This design comes from an exercise in tuning for small area and a short achievable clock period on the open sky130 flow, not from production work.
Function not checked in this run: the RTL went through the layout flow alone.

**flow/config.mk**
```make
export PLATFORM = sky130hd
export DESIGN_NAME = chk_unit
export DESIGN_NICKNAME = chk_unit
export VERILOG_FILES = /design/flow/design.v
export SDC_FILE = /design/flow/constraint.sdc
export NUM_CORES = 4
export LEC_CHECK = 0
export CAP_MARGIN = 20
export CORE_MARGIN = 2
export CORE_UTILIZATION = 62
export SETUP_SLACK_MARGIN = 2
export SLEW_MARGIN = 40
export DONT_USE_CELLS = sky130_fd_sc_hd__xor3_1 sky130_fd_sc_hd__xor3_2 sky130_fd_sc_hd__xor3_4 sky130_fd_sc_hd__xnor3_1 sky130_fd_sc_hd__xnor3_2 sky130_fd_sc_hd__xnor3_4
export BUFFER_PORTS_ARGS = -buffer_cell sky130_fd_sc_hd__buf_1
```
**flow/constraint.sdc**
```tcl
create_clock -name core_clock -period 25.0 [get_ports {clk}]
set_input_delay 5.0000 -clock core_clock [delete_from_list [all_inputs] [get_ports {clk}]]
set_output_delay 5.0000 -clock core_clock [all_outputs]
set_load 0.01 [all_outputs]
```
**flow/design.v**
```verilog
module chk_unit (
    input  wire        clk,
    input  wire        rst,           
    input  wire        wr_cfg,        
    input  wire        wr_init,       
    input  wire        wr_value,      
    input  wire [31:0] wdata,
    input  wire        s_valid,
    input  wire [63:0] s_data,        
    input  wire [2:0]  s_nbm1,        
    input  wire        s_last,        
    input  wire        s_check,       
    output wire [1:0]  code,
    output wire [31:0] value,
    output wire [31:0] result,
    output wire        residue_ok,
    output wire [15:0] fail_cnt,
    output wire [15:0] refused_cnt
);
    function [31:0] width_mask(input [1:0] c);
        case (c)
            2'd0, 2'd1: width_mask = 32'hFFFF_FFFF;
            2'd2:       width_mask = 32'h0000_FFFF;
            default:    width_mask = 32'h0000_00FF;
        endcase
    endfunction
    function [31:0] init_value(input [1:0] c);
        case (c)
            2'd0, 2'd1: init_value = 32'hFFFF_FFFF;
            2'd2:       init_value = 32'h0000_FFFF;
            default:    init_value = 32'h0000_0000;
        endcase
    endfunction
    function [31:0] final_xor(input [1:0] c);
        case (c)
            2'd0, 2'd1: final_xor = 32'hFFFF_FFFF;
            2'd2:       final_xor = 32'h0000_FFFF;
            default:    final_xor = 32'h0000_0000;
        endcase
    endfunction
    function [31:0] residue(input [1:0] c);
        case (c)
            2'd0:    residue = 32'hDEBB_20E3;
            2'd1:    residue = 32'hB798_B438;
            2'd2:    residue = 32'h0000_F0B8;
            default: residue = 32'h0000_0000;
        endcase
    endfunction
    reg [1:0]  code_q;
    reg [31:0] value_q;
    reg [15:0] fail_q;
    reg [15:0] refused_q;
    reg        chk_q;         
    wire [63:0] z    = s_data ^ {32'd0, value_q};
    wire [2:0]  sh   = ~s_nbm1;
    reg  [63:0] y;
    integer k, s;
    always @* begin
        y = 64'd0;
        for (k = 0; k < 8; k = k + 1)
            for (s = 0; s <= k; s = s + 1)
                if (sh == s)
                    y[8*k +: 8] = y[8*k +: 8] | z[8*(k-s) +: 8];
    end
    wire [23:0] y_hi = value_q[31:8] >> {s_nbm1[1:0], 3'b000};
    wire [31:0] y_tail = (s_nbm1[2] || s_nbm1 == 3'd3) ? 32'd0 : {8'd0, y_hi};
    wire t64 = y[11] ^ y[55];
    wire t65 = y[12] ^ y[35];
    wire t66 = y[9] ^ y[38];
    wire t67 = y[10] ^ y[39];
    wire t68 = y[13] ^ y[42];
    wire t69 = y[3] ^ y[8];
    wire t70 = y[32] ^ y[54];
    wire t71 = y[15] ^ y[37];
    wire t72 = y[36] ^ y[45];
    wire t73 = y[5] ^ y[34];
    wire t74 = y[4] ^ y[48];
    wire t75 = y[7] ^ y[23];
    wire t76 = y[2] ^ y[40];
    wire t77 = y[6] ^ y[22];
    wire t78 = y[31] ^ y[53];
    wire t79 = y[14] ^ y[43];
    wire t80 = y[16] ^ y[63];
    wire t81 = y[21] ^ y[41];
    wire t82 = y[50] ^ y[58];
    wire t83 = y[0] ^ y[57];
    wire t84 = y[18] ^ y[33];
    wire t85 = y[28] ^ y[47];
    wire t86 = y[30] ^ y[51];
    wire t87 = y[46] ^ y[62];
    wire t88 = y[24] ^ y[44];
    wire t89 = y[20] ^ y[49];
    wire t90 = y[52] ^ y[56];
    wire t91 = y[19] ^ y[26];
    wire t92 = y[1] ^ y[59];
    wire t93 = y[60] ^ y[61];
    wire t94 = y[17] ^ y[29];
    wire t95 = y[27] ^ t70;
    wire t96 = y[25] ^ t64;
    wire t97 = t65 ^ t81;
    wire t98 = t66 ^ t69;
    wire t99 = y[11] ^ t82;
    wire t100 = t73 ^ t76;
    wire t101 = y[14] ^ t67;
    wire t102 = y[1] ^ t75;
    wire t103 = t71 ^ t78;
    wire t104 = t68 ^ t72;
    wire t105 = t77 ^ t80;
    wire t106 = y[32] ^ t74;
    wire t107 = t84 ^ t90;
    wire t108 = y[25] ^ t79;
    wire t109 = y[7] ^ t64;
    wire t110 = t65 ^ t86;
    wire t111 = y[18] ^ t75;
    wire t112 = y[12] ^ y[62];
    wire t113 = y[52] ^ y[59];
    wire t114 = t85 ^ t94;
    wire t115 = y[38] ^ t83;
    wire t116 = y[61] ^ t87;
    wire t117 = y[41] ^ t77;
    wire t118 = y[30] ^ y[49];
    wire t119 = y[17] ^ y[33];
    wire t120 = t72 ^ t95;
    wire t121 = y[19] ^ y[39];
    wire t122 = y[31] ^ t69;
    wire t123 = y[13] ^ y[36];
    wire t124 = y[15] ^ t76;
    wire t125 = y[47] ^ y[58];
    wire t126 = y[43] ^ t89;
    wire t127 = y[34] ^ y[55];
    wire t128 = y[4] ^ y[40];
    wire t129 = y[5] ^ t88;
    wire t130 = t83 ^ t91;
    wire t131 = y[42] ^ y[46];
    wire t132 = y[31] ^ t74;
    wire t133 = y[10] ^ y[57];
    wire t134 = y[36] ^ t68;
    wire t135 = t92 ^ t93;
    wire t136 = y[24] ^ y[54];
    wire t137 = y[15] ^ y[27];
    wire t138 = y[8] ^ t66;
    wire t139 = y[37] ^ y[50];
    wire t140 = y[16] ^ t67;
    wire t141 = y[6] ^ y[9];
    wire t142 = y[53] ^ t102;
    wire t143 = y[11] ^ t71;
    wire t144 = y[3] ^ y[56];
    wire t145 = y[23] ^ t73;
    wire t146 = y[24] ^ y[26];
    wire t147 = y[22] ^ t81;
    wire t148 = y[29] ^ y[51];
    wire t149 = y[44] ^ t96;
    wire t150 = y[0] ^ y[47];
    wire t151 = t67 ^ t79;
    wire t152 = y[44] ^ t89;
    wire t153 = y[17] ^ t84;
    wire t154 = y[60] ^ y[63];
    wire t155 = y[2] ^ y[37];
    wire t156 = y[21] ^ t80;
    wire t157 = y[1] ^ t87;
    wire t158 = y[28] ^ t113;
    wire t159 = y[14] ^ t82;
    wire t160 = y[12] ^ t70;
    wire t161 = y[34] ^ y[35];
    wire t162 = y[0] ^ t88;
    wire t163 = y[48] ^ t114;
    wire t164 = y[30] ^ y[52];
    wire t165 = t78 ^ t93;
    wire t166 = y[1] ^ y[16];
    wire t167 = t66 ^ t120;
    wire t168 = y[45] ^ t92;
    wire t169 = y[54] ^ t125;
    wire t170 = y[22] ^ y[27];
    wire t171 = t71 ^ t110;
    wire t172 = y[13] ^ y[55];
    wire t173 = y[62] ^ t99;
    wire t174 = y[8] ^ t72;
    wire t175 = y[25] ^ t85;
    wire t176 = y[60] ^ t107;
    wire t177 = y[5] ^ t97;
    wire t178 = y[54] ^ t78;
    wire t179 = y[12] ^ y[41];
    wire t180 = y[33] ^ y[49];
    wire t181 = y[39] ^ t105;
    wire t182 = y[38] ^ t122;
    wire t183 = y[51] ^ t131;
    wire t184 = y[20] ^ y[58];
    wire t185 = y[53] ^ y[57];
    wire t186 = y[20] ^ t94;
    wire t187 = t88 ^ t108;
    wire t188 = t79 ^ t83;
    wire t189 = y[13] ^ y[35];
    wire t190 = y[18] ^ y[40];
    wire t191 = y[6] ^ t98;
    wire t192 = t90 ^ t104;
    wire t193 = y[4] ^ t89;
    wire t194 = t68 ^ t112;
    wire t195 = t100 ^ t136;
    wire t196 = y[39] ^ t127;
    wire t197 = y[26] ^ y[32];
    wire t198 = t107 ^ t118;
    wire t199 = y[56] ^ t69;
    wire t200 = t111 ^ t126;
    wire t201 = y[46] ^ t76;
    wire t202 = y[7] ^ t91;
    wire t203 = t92 ^ t109;
    wire t204 = y[10] ^ y[52];
    wire t205 = y[10] ^ t93;
    wire t206 = y[60] ^ t77;
    wire t207 = y[7] ^ t157;
    wire t208 = y[58] ^ t115;
    wire t209 = t87 ^ t159;
    wire t210 = y[2] ^ y[23];
    wire t211 = t111 ^ t182;
    wire t212 = y[16] ^ t75;
    wire t213 = y[59] ^ t100;
    wire t214 = y[25] ^ t106;
    wire t215 = y[57] ^ t96;
    wire t216 = t103 ^ t130;
    wire t217 = y[21] ^ y[62];
    wire t218 = t91 ^ t137;
    wire t219 = y[37] ^ t122;
    wire t220 = t86 ^ t128;
    wire t221 = y[45] ^ t93;
    wire t222 = t105 ^ t121;
    wire t223 = y[16] ^ t120;
    wire t224 = y[50] ^ t145;
    wire t225 = y[19] ^ t139;
    wire t226 = t65 ^ t85;
    wire t227 = t86 ^ t172;
    wire t228 = y[46] ^ t155;
    wire t229 = y[29] ^ t72;
    wire t230 = t91 ^ t143;
    wire t231 = y[47] ^ y[59];
    wire t232 = y[34] ^ t101;
    wire t233 = y[60] ^ t123;
    wire t234 = y[21] ^ t119;
    wire t235 = y[53] ^ t65;
    wire t236 = y[30] ^ t132;
    wire t237 = t104 ^ t116;
    wire t238 = y[38] ^ t64;
    wire t239 = y[0] ^ t97;
    wire t240 = t66 ^ t119;
    wire t241 = t102 ^ t117;
    wire t242 = t80 ^ t82;
    wire t243 = y[3] ^ t101;
    wire t244 = t96 ^ t168;
    wire t245 = y[19] ^ t74;
    wire t246 = y[48] ^ t149;
    wire t247 = y[48] ^ t94;
    wire t248 = t163 ^ t208;
    wire t249 = t121 ^ t135;
    wire t250 = y[27] ^ t176;
    wire t251 = y[31] ^ y[63];
    wire t252 = y[26] ^ t129;
    wire t253 = y[51] ^ t160;
    wire t254 = y[9] ^ y[34];
    wire t255 = t68 ^ t103;
    wire t256 = y[61] ^ t101;
    wire t257 = t80 ^ t84;
    wire t258 = t88 ^ t224;
    wire t259 = t135 ^ t194;
    wire t260 = y[61] ^ t112;
    wire t261 = y[28] ^ t67;
    wire t262 = y[40] ^ t112;
    wire t263 = t106 ^ t146;
    wire t264 = t81 ^ t99;
    wire t265 = y[43] ^ t158;
    wire t266 = t97 ^ t115;
    wire t267 = y[3] ^ y[23];
    wire t268 = y[56] ^ t133;
    wire t269 = t153 ^ t183;
    wire t270 = y[7] ^ y[20];
    wire t271 = t98 ^ t117;
    wire t272 = t79 ^ t134;
    wire t273 = y[55] ^ t241;
    wire t274 = t129 ^ t134;
    wire t275 = t179 ^ t196;
    wire t276 = y[32] ^ t76;
    wire t277 = t197 ^ t258;
    wire t278 = y[8] ^ y[12];
    wire t279 = t64 ^ t140;
    wire t280 = t106 ^ t244;
    wire t281 = y[28] ^ y[31];
    wire t282 = t71 ^ t109;
    wire t283 = y[13] ^ y[45];
    wire t284 = y[20] ^ t149;
    wire t285 = t87 ^ t154;
    wire t286 = t155 ^ t273;
    wire t287 = y[6] ^ t67;
    wire t288 = t124 ^ t133;
    wire t289 = t142 ^ t264;
    wire t290 = t85 ^ t129;
    wire t291 = t109 ^ t146;
    wire t292 = t95 ^ t231;
    wire t293 = y[8] ^ y[36];
    wire t294 = t68 ^ t141;
    wire t295 = t84 ^ t108;
    wire t296 = y[4] ^ t95;
    wire t297 = y[41] ^ t159;
    wire t298 = t138 ^ t192;
    wire t299 = t90 ^ t236;
    wire t300 = t65 ^ t246;
    wire t301 = t110 ^ t123;
    wire t302 = y[22] ^ t135;
    wire t303 = y[6] ^ t161;
    wire t304 = t166 ^ t206;
    wire t305 = y[61] ^ t240;
    wire t306 = t71 ^ t242;
    wire t307 = y[2] ^ t237;
    wire t308 = y[47] ^ t67;
    wire t309 = y[33] ^ t78;
    wire t310 = t90 ^ t100;
    wire t311 = t148 ^ t189;
    wire t312 = y[52] ^ t230;
    wire t313 = y[2] ^ t73;
    wire t314 = y[11] ^ t190;
    wire t315 = y[29] ^ t169;
    wire t316 = t150 ^ t167;
    wire t317 = y[34] ^ y[37];
    wire t318 = t170 ^ t171;
    wire t319 = y[30] ^ t140;
    wire t320 = t74 ^ t87;
    wire t321 = y[0] ^ y[44];
    wire t322 = y[29] ^ t91;
    wire t323 = t96 ^ t165;
    wire t324 = t103 ^ t193;
    wire t325 = y[55] ^ t92;
    wire t326 = t197 ^ t285;
    wire t327 = t180 ^ t204;
    wire t328 = t177 ^ t191;
    wire t329 = t195 ^ t225;
    wire t330 = t211 ^ t217;
    wire t331 = y[15] ^ y[41];
    wire t332 = t89 ^ t147;
    wire t333 = t86 ^ t156;
    wire t334 = t74 ^ t139;
    wire t335 = y[42] ^ t174;
    wire t336 = t98 ^ t127;
    wire t337 = y[1] ^ t257;
    wire t338 = y[27] ^ y[54];
    wire t339 = y[21] ^ y[63];
    wire t340 = y[3] ^ t73;
    wire t341 = t221 ^ t227;
    wire t342 = t85 ^ t296;
    wire t343 = y[32] ^ t300;
    wire t344 = t128 ^ t325;
    wire t345 = t158 ^ t186;
    wire t346 = t193 ^ t316;
    wire t347 = y[5] ^ y[45];
    wire t348 = y[62] ^ t124;
    wire t349 = t178 ^ t297;
    wire t350 = y[29] ^ t304;
    wire t351 = y[41] ^ t65;
    wire t352 = y[56] ^ t154;
    wire t353 = t170 ^ t195;
    wire t354 = y[17] ^ t82;
    wire t355 = y[18] ^ t78;
    wire t356 = t161 ^ t163;
    wire t357 = y[28] ^ y[49];
    wire t358 = t83 ^ t99;
    wire t359 = y[25] ^ t86;
    wire t360 = y[40] ^ y[57];
    wire t361 = y[14] ^ t77;
    wire t362 = y[38] ^ t295;
    wire t363 = t70 ^ t142;
    wire t364 = y[37] ^ t198;
    wire t365 = t200 ^ t229;
    wire t366 = t66 ^ t125;
    wire t367 = y[35] ^ t94;
    wire t368 = y[33] ^ t69;
    wire t369 = t106 ^ t367;
    wire t370 = t81 ^ t143;
    wire t371 = t108 ^ t205;
    wire t372 = y[41] ^ t284;
    wire t373 = t144 ^ t186;
    wire t374 = y[0] ^ t309;
    wire t375 = t188 ^ t305;
    wire t376 = y[4] ^ t130;
    wire t377 = t71 ^ t184;
    wire t378 = t151 ^ t210;
    wire t379 = t99 ^ t353;
    wire t380 = t92 ^ t147;
    wire t381 = y[44] ^ t175;
    wire t382 = t114 ^ t207;
    wire t383 = t64 ^ t164;
    wire t384 = y[4] ^ t98;
    wire t385 = t200 ^ t233;
    wire t386 = t97 ^ t142;
    wire t387 = t67 ^ t132;
    wire t388 = t126 ^ t212;
    wire t389 = t101 ^ t105;
    wire t390 = y[36] ^ y[40];
    wire t391 = t166 ^ t184;
    wire t392 = t390 ^ t95;
    wire t393 = t240 ^ t245;
    wire t394 = t303 ^ t383;
    wire t395 = t391 ^ t243;
    wire t396 = t392 ^ t393;
    wire t397 = t394 ^ t395;
    wire t398 = t396 ^ t397;
    wire t399 = y[36] ^ y[56];
    wire t400 = t399 ^ t109;
    wire t401 = t153 ^ t261;
    wire t402 = t213 ^ t239;
    wire t403 = t324 ^ t400;
    wire t404 = t401 ^ t402;
    wire t405 = t403 ^ t404;
    wire t406 = t70 ^ t73;
    wire t407 = t134 ^ t199;
    wire t408 = t225 ^ t314;
    wire t409 = t406 ^ t266;
    wire t410 = t407 ^ t408;
    wire t411 = t350 ^ t409;
    wire t412 = t410 ^ t411;
    wire t413 = y[4] ^ t121;
    wire t414 = t184 ^ t110;
    wire t415 = t134 ^ t413;
    wire t416 = t414 ^ t415;
    wire t417 = t375 ^ t416;
    wire t418 = t286 ^ t417;
    wire t419 = t92 ^ t134;
    wire t420 = t151 ^ t162;
    wire t421 = t377 ^ t310;
    wire t422 = t419 ^ t420;
    wire t423 = t421 ^ t422;
    wire t424 = t330 ^ t423;
    wire t425 = y[35] ^ y[60];
    wire t426 = t185 ^ t425;
    wire t427 = t168 ^ t276;
    wire t428 = t426 ^ t187;
    wire t429 = t222 ^ t370;
    wire t430 = t384 ^ t427;
    wire t431 = t428 ^ t429;
    wire t432 = t430 ^ t431;
    wire t433 = y[14] ^ t131;
    wire t434 = t164 ^ t218;
    wire t435 = t221 ^ t313;
    wire t436 = t433 ^ t241;
    wire t437 = t434 ^ t435;
    wire t438 = t436 ^ t437;
    wire t439 = t438 ^ t343;
    wire t440 = y[6] ^ t137;
    wire t441 = t146 ^ t199;
    wire t442 = t226 ^ t440;
    wire t443 = t374 ^ t388;
    wire t444 = t441 ^ t442;
    wire t445 = t307 ^ t443;
    wire t446 = t444 ^ t445;
    wire t447 = y[57] ^ t69;
    wire t448 = t123 ^ t254;
    wire t449 = t95 ^ t156;
    wire t450 = t334 ^ t447;
    wire t451 = t448 ^ t187;
    wire t452 = t449 ^ t450;
    wire t453 = t382 ^ t451;
    wire t454 = t452 ^ t453;
    wire t455 = y[1] ^ y[18];
    wire t456 = t69 ^ t148;
    wire t457 = t455 ^ t100;
    wire t458 = t152 ^ t175;
    wire t459 = t456 ^ t120;
    wire t460 = t181 ^ t457;
    wire t461 = t458 ^ t312;
    wire t462 = t459 ^ t460;
    wire t463 = t461 ^ t462;
    wire t464 = y[26] ^ y[28];
    wire t465 = t464 ^ t160;
    wire t466 = t228 ^ t229;
    wire t467 = t232 ^ t465;
    wire t468 = t466 ^ t289;
    wire t469 = t467 ^ t468;
    wire t470 = y[29] ^ t68;
    wire t471 = t136 ^ t231;
    wire t472 = t201 ^ t238;
    wire t473 = t368 ^ t470;
    wire t474 = t471 ^ t472;
    wire t475 = t473 ^ t318;
    wire t476 = t474 ^ t475;
    wire t477 = y[16] ^ t66;
    wire t478 = t85 ^ t267;
    wire t479 = t108 ^ t233;
    wire t480 = t477 ^ t478;
    wire t481 = t275 ^ t479;
    wire t482 = t480 ^ t299;
    wire t483 = t481 ^ t482;
    wire t484 = y[49] ^ y[56];
    wire t485 = t360 ^ t484;
    wire t486 = t485 ^ t252;
    wire t487 = t255 ^ t256;
    wire t488 = t369 ^ t486;
    wire t489 = t487 ^ t488;
    wire t490 = y[5] ^ y[6];
    wire t491 = t118 ^ t331;
    wire t492 = t360 ^ t490;
    wire t493 = t491 ^ t492;
    wire t494 = t173 ^ t493;
    wire t495 = t223 ^ t362;
    wire t496 = t494 ^ t495;
    wire t497 = y[6] ^ y[44];
    wire t498 = y[59] ^ t119;
    wire t499 = t281 ^ t497;
    wire t500 = t183 ^ t202;
    wire t501 = t498 ^ t499;
    wire t502 = t275 ^ t306;
    wire t503 = t500 ^ t501;
    wire t504 = t502 ^ t503;
    wire t505 = y[60] ^ t84;
    wire t506 = t86 ^ t141;
    wire t507 = t104 ^ t151;
    wire t508 = t199 ^ t245;
    wire t509 = t505 ^ t506;
    wire t510 = t203 ^ t315;
    wire t511 = t507 ^ t508;
    wire t512 = t509 ^ t510;
    wire t513 = t511 ^ t512;
    wire t514 = y[9] ^ y[19];
    wire t515 = y[46] ^ t278;
    wire t516 = t514 ^ t152;
    wire t517 = t188 ^ t205;
    wire t518 = t515 ^ t213;
    wire t519 = t282 ^ t516;
    wire t520 = t517 ^ t299;
    wire t521 = t518 ^ t519;
    wire t522 = t520 ^ t521;
    wire t523 = y[15] ^ y[32];
    wire t524 = y[47] ^ t166;
    wire t525 = t283 ^ t523;
    wire t526 = t152 ^ t165;
    wire t527 = t268 ^ t524;
    wire t528 = t525 ^ t173;
    wire t529 = t526 ^ t527;
    wire t530 = t328 ^ t528;
    wire t531 = t529 ^ t530;
    wire t532 = y[7] ^ y[9];
    wire t533 = y[59] ^ t74;
    wire t534 = t532 ^ t234;
    wire t535 = t533 ^ t253;
    wire t536 = t358 ^ t389;
    wire t537 = t534 ^ t307;
    wire t538 = t535 ^ t536;
    wire t539 = t537 ^ t538;
    wire t540 = y[5] ^ t138;
    wire t541 = t320 ^ t171;
    wire t542 = t222 ^ t292;
    wire t543 = t540 ^ t385;
    wire t544 = t541 ^ t542;
    wire t545 = t543 ^ t544;
    wire t546 = t73 ^ t93;
    wire t547 = t118 ^ t189;
    wire t548 = t339 ^ t99;
    wire t549 = t102 ^ t162;
    wire t550 = t546 ^ t547;
    wire t551 = t219 ^ t548;
    wire t552 = t549 ^ t550;
    wire t553 = t342 ^ t551;
    wire t554 = t552 ^ t553;
    wire t555 = y[19] ^ y[45];
    wire t556 = t555 ^ t122;
    wire t557 = t140 ^ t260;
    wire t558 = t359 ^ t345;
    wire t559 = t556 ^ t557;
    wire t560 = t558 ^ t559;
    wire t561 = t379 ^ t560;
    wire t562 = y[13] ^ t141;
    wire t563 = t267 ^ t96;
    wire t564 = t220 ^ t355;
    wire t565 = t562 ^ t239;
    wire t566 = t326 ^ t345;
    wire t567 = t563 ^ t564;
    wire t568 = t565 ^ t566;
    wire t569 = t567 ^ t568;
    wire t570 = y[48] ^ t68;
    wire t571 = t73 ^ t190;
    wire t572 = t97 ^ t165;
    wire t573 = t366 ^ t570;
    wire t574 = t571 ^ t181;
    wire t575 = t291 ^ t373;
    wire t576 = t572 ^ t573;
    wire t577 = t574 ^ t575;
    wire t578 = t576 ^ t577;
    wire t579 = y[34] ^ y[58];
    wire t580 = y[61] ^ t579;
    wire t581 = t98 ^ t107;
    wire t582 = t194 ^ t580;
    wire t583 = t215 ^ t380;
    wire t584 = t388 ^ t581;
    wire t585 = t582 ^ t583;
    wire t586 = t584 ^ t585;
    wire t587 = y[8] ^ y[22];
    wire t588 = y[59] ^ t68;
    wire t589 = t88 ^ t217;
    wire t590 = t254 ^ t587;
    wire t591 = t235 ^ t352;
    wire t592 = t354 ^ t588;
    wire t593 = t589 ^ t590;
    wire t594 = t376 ^ t378;
    wire t595 = t591 ^ t592;
    wire t596 = t593 ^ t594;
    wire t597 = t595 ^ t596;
    wire t598 = y[15] ^ y[43];
    wire t599 = t88 ^ t113;
    wire t600 = t598 ^ t115;
    wire t601 = t145 ^ t153;
    wire t602 = t599 ^ t214;
    wire t603 = t222 ^ t341;
    wire t604 = t600 ^ t601;
    wire t605 = t602 ^ t603;
    wire t606 = t604 ^ t605;
    wire t607 = y[10] ^ t118;
    wire t608 = t144 ^ t111;
    wire t609 = t320 ^ t607;
    wire t610 = t252 ^ t323;
    wire t611 = t608 ^ t609;
    wire t612 = t167 ^ t610;
    wire t613 = t611 ^ t612;
    wire t614 = y[24] ^ y[56];
    wire t615 = t91 ^ t139;
    wire t616 = t180 ^ t251;
    wire t617 = t278 ^ t347;
    wire t618 = t614 ^ t116;
    wire t619 = t287 ^ t615;
    wire t620 = t616 ^ t617;
    wire t621 = t215 ^ t618;
    wire t622 = t619 ^ t620;
    wire t623 = t342 ^ t621;
    wire t624 = t622 ^ t623;
    wire t625 = y[5] ^ y[25];
    wire t626 = y[50] ^ y[54];
    wire t627 = t80 ^ t90;
    wire t628 = t625 ^ t626;
    wire t629 = t627 ^ t628;
    wire t630 = t243 ^ t301;
    wire t631 = t376 ^ t629;
    wire t632 = t382 ^ t630;
    wire t633 = t631 ^ t632;
    wire t634 = t70 ^ t98;
    wire t635 = t257 ^ t308;
    wire t636 = t311 ^ t313;
    wire t637 = t216 ^ t634;
    wire t638 = t635 ^ t636;
    wire t639 = t637 ^ t638;
    wire t640 = y[19] ^ y[43];
    wire t641 = y[59] ^ t73;
    wire t642 = t123 ^ t640;
    wire t643 = t147 ^ t228;
    wire t644 = t641 ^ t642;
    wire t645 = t279 ^ t643;
    wire t646 = t644 ^ t248;
    wire t647 = t250 ^ t645;
    wire t648 = t646 ^ t647;
    wire t649 = y[23] ^ y[30];
    wire t650 = y[42] ^ t144;
    wire t651 = t317 ^ t649;
    wire t652 = t152 ^ t235;
    wire t653 = t314 ^ t361;
    wire t654 = t650 ^ t651;
    wire t655 = t249 ^ t652;
    wire t656 = t653 ^ t654;
    wire t657 = t248 ^ t655;
    wire t658 = t656 ^ t657;
    wire t659 = y[13] ^ t82;
    wire t660 = t136 ^ t659;
    wire t661 = t236 ^ t249;
    wire t662 = t266 ^ t348;
    wire t663 = t660 ^ t365;
    wire t664 = t661 ^ t662;
    wire t665 = t663 ^ t664;
    wire t666 = y[55] ^ t80;
    wire t667 = t276 ^ t359;
    wire t668 = t666 ^ t209;
    wire t669 = t219 ^ t249;
    wire t670 = t274 ^ t332;
    wire t671 = t667 ^ t668;
    wire t672 = t669 ^ t670;
    wire t673 = t671 ^ t672;
    wire t674 = y[20] ^ t141;
    wire t675 = t148 ^ t190;
    wire t676 = t281 ^ t106;
    wire t677 = t145 ^ t218;
    wire t678 = t242 ^ t674;
    wire t679 = t675 ^ t215;
    wire t680 = t237 ^ t243;
    wire t681 = t676 ^ t677;
    wire t682 = t678 ^ t679;
    wire t683 = t680 ^ t681;
    wire t684 = t682 ^ t683;
    wire t685 = y[7] ^ y[18];
    wire t686 = t89 ^ t154;
    wire t687 = t685 ^ t115;
    wire t688 = t196 ^ t361;
    wire t689 = t686 ^ t263;
    wire t690 = t301 ^ t348;
    wire t691 = t687 ^ t688;
    wire t692 = t689 ^ t690;
    wire t693 = t691 ^ t692;
    wire t694 = y[46] ^ y[49];
    wire t695 = y[50] ^ y[63];
    wire t696 = t79 ^ t694;
    wire t697 = t695 ^ t96;
    wire t698 = t696 ^ t288;
    wire t699 = t302 ^ t697;
    wire t700 = t211 ^ t356;
    wire t701 = t698 ^ t699;
    wire t702 = t700 ^ t701;
    wire t703 = y[49] ^ t133;
    wire t704 = t172 ^ t116;
    wire t705 = t234 ^ t703;
    wire t706 = t265 ^ t384;
    wire t707 = t704 ^ t705;
    wire t708 = t318 ^ t706;
    wire t709 = t707 ^ t277;
    wire t710 = t708 ^ t709;
    wire t711 = y[4] ^ t66;
    wire t712 = t72 ^ t78;
    wire t713 = t145 ^ t162;
    wire t714 = t175 ^ t311;
    wire t715 = t711 ^ t712;
    wire t716 = t173 ^ t389;
    wire t717 = t713 ^ t714;
    wire t718 = t715 ^ t250;
    wire t719 = t716 ^ t717;
    wire t720 = t718 ^ t719;
    wire t721 = y[56] ^ t125;
    wire t722 = t146 ^ t95;
    wire t723 = t105 ^ t124;
    wire t724 = t721 ^ t341;
    wire t725 = t722 ^ t723;
    wire t726 = t362 ^ t386;
    wire t727 = t724 ^ t725;
    wire t728 = t726 ^ t727;
    wire t729 = y[0] ^ y[42];
    wire t730 = t729 ^ t143;
    wire t731 = t252 ^ t315;
    wire t732 = t371 ^ t730;
    wire t733 = t731 ^ t732;
    wire t734 = t330 ^ t733;
    wire t735 = y[30] ^ y[43];
    wire t736 = t735 ^ t138;
    wire t737 = t162 ^ t218;
    wire t738 = t260 ^ t181;
    wire t739 = t736 ^ t737;
    wire t740 = t280 ^ t738;
    wire t741 = t739 ^ t740;
    wire t742 = y[52] ^ t251;
    wire t743 = t317 ^ t130;
    wire t744 = t262 ^ t366;
    wire t745 = t742 ^ t380;
    wire t746 = t743 ^ t744;
    wire t747 = t246 ^ t365;
    wire t748 = t745 ^ t746;
    wire t749 = t747 ^ t748;
    wire t750 = t83 ^ t114;
    wire t751 = t126 ^ t235;
    wire t752 = t383 ^ t335;
    wire t753 = t337 ^ t750;
    wire t754 = t751 ^ t752;
    wire t755 = t753 ^ t277;
    wire t756 = t754 ^ t755;
    wire t757 = y[50] ^ y[52];
    wire t758 = y[60] ^ t66;
    wire t759 = t83 ^ t757;
    wire t760 = t110 ^ t117;
    wire t761 = t140 ^ t178;
    wire t762 = t758 ^ t759;
    wire t763 = t244 ^ t290;
    wire t764 = t760 ^ t761;
    wire t765 = t762 ^ t763;
    wire t766 = t764 ^ t765;
    wire t767 = y[26] ^ y[58];
    wire t768 = t767 ^ t102;
    wire t769 = t201 ^ t247;
    wire t770 = t287 ^ t192;
    wire t771 = t253 ^ t323;
    wire t772 = t768 ^ t769;
    wire t773 = t770 ^ t771;
    wire t774 = t772 ^ t773;
    wire t775 = y[13] ^ t69;
    wire t776 = t76 ^ t79;
    wire t777 = t179 ^ t185;
    wire t778 = t116 ^ t775;
    wire t779 = t776 ^ t777;
    wire t780 = t291 ^ t292;
    wire t781 = t778 ^ t779;
    wire t782 = t364 ^ t780;
    wire t783 = t781 ^ t782;
    wire t784 = y[33] ^ y[57];
    wire t785 = t137 ^ t784;
    wire t786 = t194 ^ t245;
    wire t787 = t352 ^ t785;
    wire t788 = t336 ^ t381;
    wire t789 = t786 ^ t787;
    wire t790 = t349 ^ t788;
    wire t791 = t789 ^ t790;
    wire t792 = y[2] ^ y[14];
    wire t793 = y[35] ^ y[63];
    wire t794 = t93 ^ t792;
    wire t795 = t793 ^ t147;
    wire t796 = t794 ^ t269;
    wire t797 = t795 ^ t312;
    wire t798 = t796 ^ t797;
    wire t799 = t346 ^ t798;
    wire t800 = y[53] ^ t210;
    wire t801 = t331 ^ t800;
    wire t802 = t259 ^ t358;
    wire t803 = t373 ^ t801;
    wire t804 = t802 ^ t803;
    wire t805 = y[2] ^ y[3];
    wire t806 = y[4] ^ y[18];
    wire t807 = y[58] ^ t136;
    wire t808 = t805 ^ t806;
    wire t809 = t188 ^ t807;
    wire t810 = t808 ^ t259;
    wire t811 = t333 ^ t809;
    wire t812 = t810 ^ t811;
    wire t813 = y[27] ^ y[29];
    wire t814 = y[36] ^ t144;
    wire t815 = t813 ^ t115;
    wire t816 = t116 ^ t132;
    wire t817 = t814 ^ t232;
    wire t818 = t337 ^ t370;
    wire t819 = t381 ^ t815;
    wire t820 = t816 ^ t817;
    wire t821 = t818 ^ t819;
    wire t822 = t820 ^ t821;
    wire t823 = y[10] ^ y[43];
    wire t824 = t137 ^ t823;
    wire t825 = t97 ^ t104;
    wire t826 = t824 ^ t198;
    wire t827 = t326 ^ t344;
    wire t828 = t825 ^ t826;
    wire t829 = t827 ^ t828;
    wire t830 = y[38] ^ y[42];
    wire t831 = y[44] ^ y[55];
    wire t832 = t82 ^ t113;
    wire t833 = t339 ^ t830;
    wire t834 = t831 ^ t247;
    wire t835 = t355 ^ t832;
    wire t836 = t833 ^ t256;
    wire t837 = t834 ^ t835;
    wire t838 = t836 ^ t837;
    wire t839 = y[53] ^ t71;
    wire t840 = t81 ^ t87;
    wire t841 = t100 ^ t227;
    wire t842 = t327 ^ t839;
    wire t843 = t840 ^ t841;
    wire t844 = t842 ^ t223;
    wire t845 = t248 ^ t843;
    wire t846 = t844 ^ t845;
    wire t847 = y[3] ^ t92;
    wire t848 = t131 ^ t238;
    wire t849 = t847 ^ t181;
    wire t850 = t848 ^ t349;
    wire t851 = t356 ^ t364;
    wire t852 = t849 ^ t850;
    wire t853 = t851 ^ t852;
    wire t854 = y[22] ^ y[28];
    wire t855 = y[46] ^ t854;
    wire t856 = t95 ^ t99;
    wire t857 = t212 ^ t220;
    wire t858 = t327 ^ t855;
    wire t859 = t177 ^ t255;
    wire t860 = t856 ^ t857;
    wire t861 = t858 ^ t859;
    wire t862 = t860 ^ t861;
    wire t863 = y[8] ^ y[16];
    wire t864 = y[24] ^ t113;
    wire t865 = t863 ^ t114;
    wire t866 = t117 ^ t238;
    wire t867 = t864 ^ t224;
    wire t868 = t253 ^ t272;
    wire t869 = t374 ^ t865;
    wire t870 = t866 ^ t867;
    wire t871 = t868 ^ t869;
    wire t872 = t870 ^ t871;
    wire t873 = t196 ^ t247;
    wire t874 = t294 ^ t171;
    wire t875 = t176 ^ t187;
    wire t876 = t873 ^ t363;
    wire t877 = t874 ^ t875;
    wire t878 = t876 ^ t877;
    wire t879 = y[16] ^ y[38];
    wire t880 = y[61] ^ t127;
    wire t881 = t189 ^ t879;
    wire t882 = t174 ^ t178;
    wire t883 = t202 ^ t880;
    wire t884 = t881 ^ t187;
    wire t885 = t198 ^ t288;
    wire t886 = t882 ^ t883;
    wire t887 = t884 ^ t885;
    wire t888 = t886 ^ t887;
    wire t889 = y[9] ^ y[17];
    wire t890 = y[39] ^ t161;
    wire t891 = t889 ^ t199;
    wire t892 = t890 ^ t209;
    wire t893 = t216 ^ t891;
    wire t894 = t223 ^ t892;
    wire t895 = t893 ^ t372;
    wire t896 = t894 ^ t895;
    wire t897 = y[26] ^ t156;
    wire t898 = t226 ^ t268;
    wire t899 = t377 ^ t269;
    wire t900 = t344 ^ t897;
    wire t901 = t898 ^ t167;
    wire t902 = t899 ^ t900;
    wire t903 = t901 ^ t902;
    wire t904 = y[12] ^ y[32];
    wire t905 = t321 ^ t904;
    wire t906 = t103 ^ t905;
    wire t907 = t906 ^ t298;
    wire t908 = t350 ^ t907;
    wire t909 = t283 ^ t228;
    wire t910 = t319 ^ t909;
    wire t911 = t363 ^ t375;
    wire t912 = t910 ^ t911;
    wire t913 = t64 ^ t124;
    wire t914 = t153 ^ t157;
    wire t915 = t162 ^ t169;
    wire t916 = t182 ^ t232;
    wire t917 = t913 ^ t914;
    wire t918 = t915 ^ t916;
    wire t919 = t917 ^ t918;
    wire t920 = y[18] ^ t80;
    wire t921 = t121 ^ t144;
    wire t922 = t150 ^ t254;
    wire t923 = t124 ^ t351;
    wire t924 = t920 ^ t921;
    wire t925 = t922 ^ t923;
    wire t926 = t924 ^ t280;
    wire t927 = t925 ^ t926;
    wire t928 = y[33] ^ t204;
    wire t929 = t347 ^ t152;
    wire t930 = t201 ^ t928;
    wire t931 = t216 ^ t271;
    wire t932 = t369 ^ t929;
    wire t933 = t930 ^ t931;
    wire t934 = t932 ^ t933;
    wire t935 = y[6] ^ t84;
    wire t936 = t131 ^ t340;
    wire t937 = t935 ^ t319;
    wire t938 = t936 ^ t289;
    wire t939 = t937 ^ t938;
    wire t940 = t346 ^ t939;
    wire t941 = y[8] ^ y[43];
    wire t942 = t77 ^ t941;
    wire t943 = t183 ^ t226;
    wire t944 = t234 ^ t942;
    wire t945 = t203 ^ t387;
    wire t946 = t943 ^ t944;
    wire t947 = t329 ^ t945;
    wire t948 = t946 ^ t947;
    wire t949 = t148 ^ t150;
    wire t950 = t949 ^ t271;
    wire t951 = t310 ^ t385;
    wire t952 = t950 ^ t951;
    wire t953 = t343 ^ t952;
    wire t954 = t88 ^ t118;
    wire t955 = t141 ^ t130;
    wire t956 = t334 ^ t368;
    wire t957 = t954 ^ t192;
    wire t958 = t256 ^ t955;
    wire t959 = t956 ^ t386;
    wire t960 = t957 ^ t958;
    wire t961 = t959 ^ t960;
    wire t962 = y[51] ^ t133;
    wire t963 = t104 ^ t108;
    wire t964 = t138 ^ t962;
    wire t965 = t207 ^ t324;
    wire t966 = t963 ^ t964;
    wire t967 = t965 ^ t966;
    wire t968 = t379 ^ t967;
    wire t969 = y[26] ^ y[46];
    wire t970 = y[51] ^ t70;
    wire t971 = t85 ^ t113;
    wire t972 = t969 ^ t970;
    wire t973 = t971 ^ t149;
    wire t974 = t306 ^ t378;
    wire t975 = t972 ^ t328;
    wire t976 = t973 ^ t974;
    wire t977 = t975 ^ t976;
    wire t978 = y[27] ^ y[40];
    wire t979 = y[51] ^ t119;
    wire t980 = t978 ^ t308;
    wire t981 = t979 ^ t203;
    wire t982 = t219 ^ t263;
    wire t983 = t980 ^ t981;
    wire t984 = t982 ^ t983;
    wire t985 = y[11] ^ t179;
    wire t986 = t357 ^ t100;
    wire t987 = t138 ^ t985;
    wire t988 = t214 ^ t986;
    wire t989 = t987 ^ t250;
    wire t990 = t988 ^ t989;
    wire t991 = y[50] ^ y[61];
    wire t992 = t180 ^ t185;
    wire t993 = t991 ^ t261;
    wire t994 = t294 ^ t322;
    wire t995 = t340 ^ t351;
    wire t996 = t992 ^ t993;
    wire t997 = t994 ^ t995;
    wire t998 = t996 ^ t997;
    wire t999 = y[10] ^ y[29];
    wire t1000 = t270 ^ t338;
    wire t1001 = t999 ^ t220;
    wire t1002 = t303 ^ t1000;
    wire t1003 = t173 ^ t272;
    wire t1004 = t1001 ^ t1002;
    wire t1005 = t1003 ^ t1004;
    wire t1006 = t79 ^ t86;
    wire t1007 = t251 ^ t293;
    wire t1008 = t321 ^ t158;
    wire t1009 = t1006 ^ t1007;
    wire t1010 = t177 ^ t282;
    wire t1011 = t1008 ^ t1009;
    wire t1012 = t1010 ^ t1011;
    wire t1013 = t150 ^ t338;
    wire t1014 = t132 ^ t151;
    wire t1015 = t156 ^ t202;
    wire t1016 = t262 ^ t1013;
    wire t1017 = t1014 ^ t1015;
    wire t1018 = t1016 ^ t298;
    wire t1019 = t1017 ^ t1018;
    wire t1020 = y[17] ^ t90;
    wire t1021 = t91 ^ t128;
    wire t1022 = t103 ^ t109;
    wire t1023 = t115 ^ t157;
    wire t1024 = t160 ^ t1020;
    wire t1025 = t1021 ^ t290;
    wire t1026 = t332 ^ t335;
    wire t1027 = t1022 ^ t1023;
    wire t1028 = t1024 ^ t1025;
    wire t1029 = t1026 ^ t1027;
    wire t1030 = t1028 ^ t1029;
    wire t1031 = y[5] ^ y[20];
    wire t1032 = t78 ^ t133;
    wire t1033 = t293 ^ t1031;
    wire t1034 = t107 ^ t322;
    wire t1035 = t1032 ^ t1033;
    wire t1036 = t209 ^ t214;
    wire t1037 = t1034 ^ t1035;
    wire t1038 = t1036 ^ t1037;
    wire t1039 = t286 ^ t1038;
    wire t1040 = y[27] ^ y[33];
    wire t1041 = y[42] ^ t75;
    wire t1042 = t89 ^ t185;
    wire t1043 = t1040 ^ t169;
    wire t1044 = t1041 ^ t1042;
    wire t1045 = t191 ^ t213;
    wire t1046 = t230 ^ t333;
    wire t1047 = t1043 ^ t1044;
    wire t1048 = t1045 ^ t1046;
    wire t1049 = t1047 ^ t1048;
    wire t1050 = t270 ^ t95;
    wire t1051 = t206 ^ t354;
    wire t1052 = t239 ^ t265;
    wire t1053 = t336 ^ t387;
    wire t1054 = t1050 ^ t1051;
    wire t1055 = t1052 ^ t1053;
    wire t1056 = t1054 ^ t1055;
    wire t1057 = y[9] ^ y[21];
    wire t1058 = y[35] ^ y[53];
    wire t1059 = t75 ^ t84;
    wire t1060 = t128 ^ t148;
    wire t1061 = t357 ^ t1057;
    wire t1062 = t1058 ^ t1059;
    wire t1063 = t1060 ^ t1061;
    wire t1064 = t274 ^ t279;
    wire t1065 = t302 ^ t1062;
    wire t1066 = t1063 ^ t1064;
    wire t1067 = t1065 ^ t1066;
    wire t1068 = y[11] ^ y[23];
    wire t1069 = t94 ^ t112;
    wire t1070 = t164 ^ t1068;
    wire t1071 = t117 ^ t174;
    wire t1072 = t1069 ^ t1070;
    wire t1073 = t371 ^ t1071;
    wire t1074 = t1072 ^ t329;
    wire t1075 = t1073 ^ t1074;
    wire t1076 = y[26] ^ y[63];
    wire t1077 = t1076 ^ t110;
    wire t1078 = t111 ^ t116;
    wire t1079 = t191 ^ t255;
    wire t1080 = t1077 ^ t1078;
    wire t1081 = t1079 ^ t1080;
    wire t1082 = t372 ^ t1081;
    wire [31:0] w0 = {t639, t633, t624, t613, t606, t597, t586, t578, t569, t561, t554, t545, t539, t531, t522, t513, t504, t496, t489, t483, t476, t469, t463, t454, t446, t439, t432, t424, t418, t412, t405, t398};
    wire [31:0] w1 = {t903, t896, t888, t878, t872, t862, t853, t846, t838, t829, t822, t812, t804, t799, t791, t783, t774, t766, t756, t749, t741, t734, t728, t720, t710, t702, t693, t684, t673, t665, t658, t648};
    wire [15:0] w2 = {t1012, t1005, t998, t990, t984, t977, t968, t961, t953, t948, t940, t934, t927, t919, t912, t908};
    wire [7:0] w3 = {t1082, t1075, t1067, t1056, t1049, t1039, t1030, t1019};
    reg [1:0]  ctl_code;
    reg [31:0] ctl_value;
    always @* begin
        ctl_code  = code_q;
        ctl_value = value_q;
        if (wr_cfg) begin
            ctl_code  = wdata[1:0];
            ctl_value = value_q & width_mask(wdata[1:0]);
        end
        if (wr_init)
            ctl_value = init_value(ctl_code);
        if (wr_value)
            ctl_value = wdata & width_mask(ctl_code);
    end
    wire [1:0]  n_writes = {1'b0, wr_cfg} + {1'b0, wr_init} + {1'b0, wr_value};
    wire [16:0] ref_sum  = {1'b0, refused_q} + {15'd0, n_writes};
    wire        eq0 = (value_q == 32'hDEBB_20E3);
    wire        eq1 = (value_q == 32'hB798_B438);
    wire        eq2 = (value_q[15:0] == 16'hF0B8);
    wire        eq3 = (value_q[7:0] == 8'h00);
    reg         rok;
    always @* begin
        case (code_q)
            2'd0:    rok = eq0;
            2'd1:    rok = eq1;
            2'd2:    rok = eq2;
            default: rok = eq3;
        endcase
    end
    wire [15:0] fail_now = (chk_q && !rok && fail_q != 16'hFFFF) ? fail_q + 16'd1 : fail_q;
    wire        take  = s_valid & ~rst;
    wire [3:0]  sel   = {4{take}} & (4'b0001 << code_q);
    wire [31:0] pick  = ({32{sel[0]}} & w0) | ({32{sel[1]}} & w1) |
                        {16'd0, {16{sel[2]}} & w2} | {24'd0, {8{sel[3]}} & w3};
    wire [31:0] early = rst ? 32'd0 : s_valid ? y_tail : ctl_value;
    wire [31:0] value_d = pick ^ early;
    always @(posedge clk)
        value_q <= value_d;
    always @(posedge clk) begin
        if (rst) begin
            code_q    <= 2'd1;
            fail_q    <= 16'd0;
            refused_q <= 16'd0;
            chk_q     <= 1'b0;
        end else begin
            fail_q <= fail_now;
            chk_q  <= s_valid & s_last & s_check;
            if (s_valid) begin
                refused_q <= ref_sum[16] ? 16'hFFFF : ref_sum[15:0];
            end else begin
                code_q  <= ctl_code;
            end
        end
    end
    assign code        = code_q;
    assign value       = value_q;
    assign result      = {~(value_q[31:16] | {16{code_q[1]}}),
                          ~(value_q[15:8] | {8{code_q == 2'd3}}),
                          value_q[7:0] ^ {8{code_q != 2'd3}}};
    assign residue_ok  = rok;
    assign fail_cnt    = fail_now;
    assign refused_cnt = refused_q;
endmodule
```
**flow/flow/run.sh**
```bash
#!/bin/bash
# Standard layout (the standard.sh) with these changes:
#  - synthesis uses no three-input XOR cells (two XOR2 are smaller than one
#    XOR3 here) and XOR2 cells only in their smallest size (synthesis upsizes
#    them for a delay target far below the clock period); after synthesis the
#    XOR2 sizes are allowed again, for the timing repair to use where needed;
#  - ports buffered with the smallest buffer instead of a delay buffer;
#  - the timing repair aims for more setup slack than the design's margin.
set -euo pipefail
cp config.mk config_base.mk
XOR3="sky130_fd_sc_hd__xor3_1 sky130_fd_sc_hd__xor3_2 sky130_fd_sc_hd__xor3_4 sky130_fd_sc_hd__xnor3_1 sky130_fd_sc_hd__xnor3_2 sky130_fd_sc_hd__xnor3_4"
XOR2="sky130_fd_sc_hd__xnor2_2 sky130_fd_sc_hd__xnor2_4 sky130_fd_sc_hd__xor2_2 sky130_fd_sc_hd__xor2_4"
{ cat config_base.mk
  echo "export DONT_USE_CELLS = $XOR3 $XOR2"
  echo "export BUFFER_PORTS_ARGS = -buffer_cell sky130_fd_sc_hd__buf_1"; } > config.mk
bash standard.sh SETUP_SLACK_MARGIN=${MARGIN:-16} synth > standard_synth.log 2>&1
{ cat config_base.mk
  echo "export DONT_USE_CELLS = $XOR3"
  echo "export BUFFER_PORTS_ARGS = -buffer_cell sky130_fd_sc_hd__buf_1"; } > config.mk
bash standard.sh SETUP_SLACK_MARGIN=${MARGIN:-16} finish > standard.log 2>&1
```
**flow/standard.sh**
```bash
#!/bin/bash
# synth_recipe.tcl (not shown) runs the flow's synth.tcl, then flattens the netlist and writes it again
# the make line also repeats each setting of config.mk as NAME=value (left out here)
make -C /OpenROAD-flow-scripts/flow DESIGN_CONFIG=/design/flow/config.mk WORK_HOME=/design/flow/orfs CLKGATE_MAP_FILE= SYNTH_SCRIPT=/design/flow/synth_recipe.tcl "${@:-finish}"
```
==> run summary <==
Timing:
- Setup repair after global routing could not meet its margin everywhere.
- The fmax is 0.109 GHz.
- Measured against its own limit, the worst slew margin works out to 34.9%.
- The post-route minimum period is 9.14 ns.
- The setup clock skew after layout is 0.0147 ns.
- The fraction of the cycle the final worst path needs is 36.6%.
- Setup total negative slack on the finished layout was measured at 0 ns.
- Hold is met by 0.534 ns.
- The slew at the pin closest to its max-slew limit is 0.969 ns.
- The number of pins exceeding their max-slew limit in the final report is 0.
- The count of endpoints failing hold in the final timing report was 0.
- Across all setup checks in the final design, the least slack found is 15.86 ns.
- The final number of setup-violating endpoints is 0.

Logic synthesis:
- The sequential share of the synthesized area is 8.50%.
- Dividing the synthesized area by the synthesized cell count gives 8.02 um^2.
- The main flop type after synthesis is sky130_fd_sc_hd__dfxtp_1.
- The async set-or-reset flop fraction in the synthesized netlist is 0%.
- After synthesis, the netlist uses 63 different library cells.
- After Yosys synthesis, full adders, half adders and majority gates account for 0.492% of the synthesized area.
- The fraction of the mapped netlist area in compound gates is 12.7%.
- The number of synthesized flops with an enable pin is 0.
- The main combinational cell family by area after synthesis is XOR/XNOR gates.
- Ranked by instance count, the synthesized netlist is headed by sky130_fd_sc_hd__xnor2_1, sky130_fd_sc_hd__xor2_1, sky130_fd_sc_hd__o22ai_1.
- The fraction of synthesized area in multiplexers is 3.91%.
- The xor and xnor area share after synthesis is 61.7%.
- In the post-synthesis netlist, the biggest area contributors are sky130_fd_sc_hd__xnor2_1, sky130_fd_sc_hd__xor2_1, sky130_fd_sc_hd__dfxtp_1.
- Of the post-synthesis cell area, the dominant cell type holds 48.9%.
- The number of synthesis warnings is 1.
- After synthesis the netlist holds a flip-flop and latch count of 67.
- The mapped netlist covers 15800 um^2.
- The share of synthesized cell area in and, or, nand and nor gates is 9.82%.
- The cell accounting for the most synthesized area is sky130_fd_sc_hd__xnor2_1.
- The post-synthesis instance total is 1967.
- In the post-synthesis netlist, the cell with the most instances is sky130_fd_sc_hd__xnor2_1.
- The net count of the mapped netlist is 2079.

Clock tree:
- The clock tree from TritonCTS is yes.
- The clock latency at the later pin of the worst-skew pair is 0.34 ns.
- The hold buffer count at CTS is 0.
- The library cell used as clock root buffer is sky130_fd_sc_hd__clkbuf_16.
- The clock-pin slew on the worst setup and hold paths is 0.06 ns.
- The total CTS buffers is 9.
- The maximum level of the CTS H-tree is 3.
- The maximum buffer depth of the clock tree is 2.
- The clock drives 67 sinks.

Place:
- Buffers placed on the I/O ports in this run total 205.
- Once detailed placement completed, the half-perimeter wirelength came to 62.0 mm.
- Prior to clock tree synthesis, the placed netlist has a worst setup slack of 14.90 ns.
- The congestion estimate from routability-driven global placement came to 1.24.
- Summing all placed instances gives a cell area of 17600 um^2.

Global routing:
- Entering global routing, the biggest net connects 67 pins.
- The remaining global-route overflow is 0.
- The initial antenna violation count is 1.
- The via count of the first global-routing pass is 16059.
- The first-pass GRT wire length is 111 mm.
- The total global routing track utilization is 58.4%.

Routing:
- The mean number of vias per cell is 6.93.
- The number of nets with antenna violations after detailed routing is 0.
- The DRC violation total after the first TritonRoute iteration is 3843.
- In the routed design, unresolved DRC markers number 0.
- The detailed router put a total of 27.1 mm of wire on met1.
- The routed layout has 17697 vias.
- After detailed routing, the met2 layer carries 30.6 mm of wire.
- The length of the first detailed-routing pass in iterations is 11.
- After detailed routing, the average wire length per cell comes to 31.8 um.
- The uppermost metal layer occupied by signal nets is met4.
- After detailed routing, the total wire length is 81.1 mm.
- The wire length on met3 is 14.7 mm.

Floorplan:
- The die extent in x is 164 um.
- The die span in y is 164 um.
- The starting density of the core is 62.9%.
- The floorplan has 58 rows.
- During I/O placement, the number of pins put on the boundary was 206.
- The core region area is 25100 um^2.
- The overall die area is 26700 um^2.

Cells and area:
- The fraction of final layout cells with drive strength greater than 1 is 12.0%.
- Summing all flip-flop and latch instances after layout gives 1340 um^2.
- Summing all multi-input logic gate instances after layout gives 14600 um^2.
- The fraction of the core area covered by cells at the end of the flow is 73.9%.
- After filler insertion, the fill cell instance count of the layout stands at 1968.
- The number of antenna diodes in the final layout is 0.
- After routing the design area is 18600 um^2.
- The number of nets in the layout is 2330.
- The synthesis-to-layout area growth is 17.5%.

Critical path:
- The cell count of the worst reg-to-reg path is 12.
- The data required time of the critical path is 25.19 ns.
- The peak fanout along the critical path is 66.
- The critical path arrival is 9.33 ns.
- The critical setup path kind is input pin to register.
- The nature of the critical path endpoint is a register.
- The startpoint kind of the worst setup timing path is an input pin.

Job:
- The count of maximum capacitance violations is 0.

Outcome:
- The run finished with no timing, DRC or antenna violations.

Hold path:
- The worst hold path class is register to register.
- The number of cells on the worst hold path is 2.
## sequential cells by signal, indices dropped and copies added (netlist names)
register / count
value_q: 32
fail_q: 16
refused_q: 16
code_q: 2
chk_q: 1
## logic make-up after synthesis
| kind of cell | Yosys count |
|---|---|
| fa+ha+maj | 5 |
| flops | 67 |
| buf+inv | 109 |
| xor+xnor | 1111 |
| compound gates | 313 |
| simple gates | 302 |
| mux | 60 |
## worst max-delay path, stage by stage
cell	delay, ns
sky130_fd_sc_hd__clkbuf_2	0.09
sky130_fd_sc_hd__clkbuf_8	0.46
sky130_fd_sc_hd__nand3b_1	0.31
sky130_fd_sc_hd__buf_4	0.25
sky130_fd_sc_hd__buf_4	0.15
sky130_fd_sc_hd__o22ai_1	0.09
sky130_fd_sc_hd__nor2_2	0.73
sky130_fd_sc_hd__xnor2_1	0.26
sky130_fd_sc_hd__xnor2_1	0.55
sky130_fd_sc_hd__xor2_1	0.16
sky130_fd_sc_hd__xnor2_1	0.65
sky130_fd_sc_hd__xnor2_1	0.16
sky130_fd_sc_hd__o22ai_1	0.17
sky130_fd_sc_hd__a21oi_1	0.07
sky130_fd_sc_hd__xor2_1	0.19
## placed cells by master (no fill, tap or decap), types with 8 or more instances in the layout
master,Yosys,layout
sky130_fd_sc_hd__clkbuf_16,0,9
sky130_fd_sc_hd__nor3_1,13,12
sky130_fd_sc_hd__and2_1,9,9
sky130_fd_sc_hd__xnor2_2,0,43
sky130_fd_sc_hd__nor2b_1,23,23
sky130_fd_sc_hd__or3_1,9,9
sky130_fd_sc_hd__nand2_1,49,48
sky130_fd_sc_hd__nand4_1,9,9
sky130_fd_sc_hd__nor2_2,5,8
sky130_fd_sc_hd__o22ai_1,129,127
sky130_fd_sc_hd__nor2_1,121,117
sky130_fd_sc_hd__xnor2_1,882,836
sky130_fd_sc_hd__o21ai_0,28,27
sky130_fd_sc_hd__xor2_2,0,9
sky130_fd_sc_hd__mux2i_1,49,49
sky130_fd_sc_hd__dfxtp_1,67,66
sky130_fd_sc_hd__and3_1,9,9
sky130_fd_sc_hd__buf_1,15,201
sky130_fd_sc_hd__nor3_2,12,9
sky130_fd_sc_hd__xor2_1,229,216
sky130_fd_sc_hd__a21oi_1,81,79
sky130_fd_sc_hd__o21ai_1,9,9
sky130_fd_sc_hd__a211oi_1,14,13
sky130_fd_sc_hd__nand3_1,13,13
sky130_fd_sc_hd__inv_1,14,14
sky130_fd_sc_hd__buf_4,3,122
## per-layer routing
layer	vias to the layer above	GRT usage, %
li1	7029	-
met1	8040	67.2
met2	1962	81.4
met3	666	30.6
met4	0	44.0
met5	-	0.189
## cell type report
| cell class | count | share of cell area, % |
|---|---|---|
| Sequential cell | 67 | 7.24 |
| Inverter | 15 | 0.304 |
| Multi-Input combinational cell | 1792 | 79.0 |
| Tap cell | 330 | 2.23 |
| Timing Repair Buffer | 333 | 9.69 |
| Clock buffer | 9 | 1.21 |
| Clock inverter | 7 | 0.371 |
## path summary, 6_finish.rpt
check	from	endpoint	slack, ns
setup / recovery	s_nbm1[0]	value_q[14]$_DFF_P_	15.86
hold / removal	refused_q[0]$_SDFFE_PP0P_	refused_q[0]$_SDFFE_PP0P_	0.53
hold reg to reg	refused_q[0]$_SDFFE_PP0P_	refused_q[0]$_SDFFE_PP0P_	0.53
setup reg to reg	value_q[24]$_DFF_P_	value_q[4]$_DFF_P_	20.10
## timing repair
item / in CTS / in global routing
gates resized for setup: 20 / 18
buffers inserted: 15 / 20
endpoints found under the setup margin: 32 / 30
gates cloned: 1 / 0
pin swaps: 7 / 5
## stage by stage
stage,cells
final,2553
after global routing,2553
after CTS,2533
after detailed placement,2501
after global placement,2501
after floorplan,1967

==> separate check: timing with driven ports <==
No port has a modelled driver above. Below, the same layout with a new extraction and two added sets of constraints.
Step 1: set_driving_cell puts a clkbuf_16 on clk and a buf_2 on each other input, an assumption about the parent block.
Step 2 adds t to the input delays and takes it off the output delays; t is the mean of the earliest and latest rising clock arrival at the registers after step 1. Input paths then give back, and output paths get back, about the clock's delay inside the block.
a / b / c = ideal / step 1 / step 2; a / b = the first two.
shift t [ns]: 0.381
setup slack, ns: 15.858 / 15.874 / 15.494
clock arrival spread, ns: 0.015 / 0.015
slew at the worst register clock pin (ns): 0.07 / 0.07
worst data-port slew with drivers (ns): 0.06
After both steps this run still meets setup and hold. The setup slack of this run moves by +0.016 ns with the drivers and by -0.364 ns with both steps.
